This design comes from an exercise in tuning for a short achievable clock period and few clock cycles per item on the open sky130 flow, not from production work.
In this exercise RTL edits were held to simulation tests only and were not proved equivalent to the original.
Power and IR drop assume default switching activity.

==> flow/design.v (excerpt) <==
module cell_screen (
    input  wire               clk,
    input  wire               rst,
    input  wire               tone_we,
    input  wire [7:0]         tone_addr,
    input  wire [11:0]        tone_data,
    input  wire [11:0]        lev1,
    input  wire [11:0]        lev2,
    input  wire [11:0]        lev3,
    input  wire               in_valid,
    output wire               in_ready,
    input  wire [7:0]         in_pix,
    input  wire signed [15:0] in_err,
    input  wire               in_miss,
    input  wire               in_last,
    input  wire signed [15:0] in_inl,
    input  wire signed [15:0] in_inr,
    output wire               out_valid,
    input  wire               out_ready,
    output wire [1:0]         out_level,
    output wire signed [15:0] out_err,
    output wire               out_last,
    output wire signed [15:0] out_el,
    output wire signed [15:0] out_er
);
    localparam integer CAP = 15;     
    function [21:0] add22;
        input [21:0] a;
        input [21:0] b;
        input        ci;
        reg   [21:0] p0, g, p, gn, pn;
        integer      i, l, s;
        begin
            p0   = a ^ b;
            g    = a & b;
            p    = p0;
            g[0] = g[0] | (p0[0] & ci);
            for (l = 0; l < 5; l = l + 1) begin
                s  = 1 << l;
                gn = g;
                pn = p;
                for (i = 0; i < 22; i = i + 1) begin
                    if (i >= s) begin
                        gn[i] = g[i] | (p[i] & g[i - s]);
                        pn[i] = p[i] & p[i - s];
                    end
                end
                g = gn;
                p = pn;
            end
            add22 = p0 ^ {g[20:0], ci};
        end
    endfunction
    function [21:0] add22x3;
        input [21:0] a;
        input [21:0] b;
        input [21:0] c;
        input        ci;
        reg   [21:0] s, k;
        begin
            s = a ^ b ^ c;
            k = (a & b) | (a & c) | (b & c);
            add22x3 = add22(s, {k[20:0], 1'b0}, ci);
        end
    endfunction
    function [21:0] add22x4;
        input [21:0] a;
        input [21:0] b;
        input [21:0] c;
        input [21:0] d;
        input        ci;
  ...
Size in the first run: ~13000 cells after synthesis, roughly 170 I/O pins.
clock: 20.0 ns
lec_check: 0
abc_clock_period_in_ps: 3000
cap_margin: 20
core_margin: 2
core_utilization: 60
cts_cluster_diameter: 50
cts_cluster_size: 32
slew_margin: 20
standard.sh (not shown) runs the stock make flow with config.mk's settings and CLKGATE_MAP_FILE= SYNTH_SCRIPT=/design/flow/synth_recipe.tcl, a recipe that flattens the netlist after the stock synthesis.
==> flow/flow/run.sh <==
#!/bin/bash
# Standard layout, with repair_timing aiming for slack well above 0 so that
# the resizer works on the paths that set the achieved period.
set -euo pipefail
bash standard.sh SETUP_SLACK_MARGIN=15.3 finish > orfs_make.log 2>&1
Testbench counts at the start, summed over its fixed seeds: cycles 190,376, items 190,272.
Edit:
==> flow/flow/run.sh (replaced) <==
#!/bin/bash
# Standard layout, with repair_timing aiming for slack well above 0 so that
# the resizer works on the paths that set the achieved period.
set -euo pipefail
bash standard.sh SETUP_SLACK_MARGIN=15.5 finish > orfs_make.log 2>&1
--- a/flow/config.mk
+++ b/flow/config.mk
@@ -9,6 +9,6 @@
 export CAP_MARGIN = 20
 export CORE_MARGIN = 2
-export CORE_UTILIZATION = 60
+export CORE_UTILIZATION = 70
 export CTS_CLUSTER_DIAMETER = 50
-export CTS_CLUSTER_SIZE = 32
+export CTS_CLUSTER_SIZE = 24
 export SLEW_MARGIN = 20
Sequential cell count stays the same.
Sequential power stays flat.
Clock-buffer cell count decreases by 130.
Via count increases by 2.4%.
Area after synthesis is unchanged.
Worst setup slack is better by 0.0035 ns.
Global-route usage increases by 5.1 points.
Worst hold slack is worse by 0.0076 ns.
Core utilization increases by 11 points.
First-iteration DRC count increases by 18%.

cell_screen again, from the RTL that the note above started with.
// cell_screen
module cell_screen (
    input  wire               clk,
    input  wire               rst,
    input  wire               tone_we,
    input  wire [7:0]         tone_addr,
    input  wire [11:0]        tone_data,
    input  wire [11:0]        lev1,
    input  wire [11:0]        lev2,
    input  wire [11:0]        lev3,
    input  wire               in_valid,
    output wire               in_ready,
    input  wire [7:0]         in_pix,
    input  wire signed [15:0] in_err,
    input  wire               in_miss,
    input  wire               in_last,
    input  wire signed [15:0] in_inl,
    input  wire signed [15:0] in_inr,
    output wire               out_valid,
    input  wire               out_ready,
    output wire [1:0]         out_level,
    output wire signed [15:0] out_err,
    output wire               out_last,
    output wire signed [15:0] out_el,
    output wire signed [15:0] out_er
);
    localparam integer CAP = 15;     
    function [21:0] add22;
        input [21:0] a;
        input [21:0] b;
        input        ci;
        reg   [21:0] p0, g, p, gn, pn;
        integer      i, l, s;
        begin
            p0   = a ^ b;
            g    = a & b;
            p    = p0;
            g[0] = g[0] | (p0[0] & ci);
            for (l = 0; l < 5; l = l + 1) begin
                s  = 1 << l;
                gn = g;
                pn = p;
                for (i = 0; i < 22; i = i + 1) begin
                    if (i >= s) begin
                        gn[i] = g[i] | (p[i] & g[i - s]);
                        pn[i] = p[i] & p[i - s];
                    end
                end
                g = gn;
                p = pn;
            end
            add22 = p0 ^ {g[20:0], ci};
        end
    endfunction
    function [21:0] add22x3;
        input [21:0] a;
        input [21:0] b;
        input [21:0] c;
        input        ci;
        reg   [21:0] s, k;
        begin
            s = a ^ b ^ c;
            k = (a & b) | (a & c) | (b & c);
            add22x3 = add22(s, {k[20:0], 1'b0}, ci);
        end
    endfunction
    function [21:0] add22x4;
        input [21:0] a;
        input [21:0] b;
  ...
Settings: LEC_CHECK=0, ABC_CLOCK_PERIOD_IN_PS=3000, CAP_MARGIN=20, CORE_MARGIN=2, CORE_UTILIZATION=60, CTS_CLUSTER_DIAMETER=60, CTS_CLUSTER_SIZE=24, SLEW_MARGIN=20; clock period 20.0 ns.
==> flow/flow/run.sh <==
#!/bin/bash
# Standard layout, with repair_timing aiming for slack well above 0 so that
# the resizer works on the paths that set the achieved period.
set -euo pipefail
bash standard.sh SETUP_SLACK_MARGIN=15.3 finish > orfs_make.log 2>&1
Testbench counts at the start, summed over its fixed seeds: cycles 190,376, items 190,272.
Edit:
CTS_CLUSTER_SIZE = 28   (was 24)
The new run went through all stages and came out clean.
Total power hardly moves.
Global-route usage stays flat.
Final area hardly moves.
Hold slack gets worse by 0.019 ns.
Cell count stays flat.
Routed wire length stays flat.
Sequential cell count stays the same.
Area after synthesis stays the same.
Synthesized cell count does not change.
Non-clock buffer count stays the same.

static timing again, ports no longer ideal:
How much do the figures lean on ideal ports? The routed layouts below were timed once more, with nothing changed but the port constraints.
Step 1, drivers: a clkbuf_16 drives clk and a buf_2 each remaining input, both assumed.
Step 2 adds t to the input delays and takes it off the output delays; t is the mean of the earliest and latest rising clock arrival at the registers after step 1. Input paths then give back, and output paths get back, about the clock's delay inside the block.
Slacks: ideal / step 1 / step 2; pairs: ideal / step 1.
run	t, ns	slack for setup (ns)	hold WS [ns]
the first run of note 1	1.147	14.480 / 14.369 / 14.291	0.308 / 0.308 / 0.308
the second run of note 1	1.110	14.483 / 14.363 / 14.541	0.300 / 0.300 / 0.300
the first run of note 2	1.086	14.540 / 14.431 / 14.212	0.309 / 0.309 / 0.309
the second run of note 2	1.081	14.555 / 14.446 / 14.208	0.290 / 0.290 / 0.290
After both steps every run listed still meets setup and hold. For the second run of note 2, which loses most, drivers alone change the setup slack by -0.109 ns; drivers and shift together by -0.347 ns.
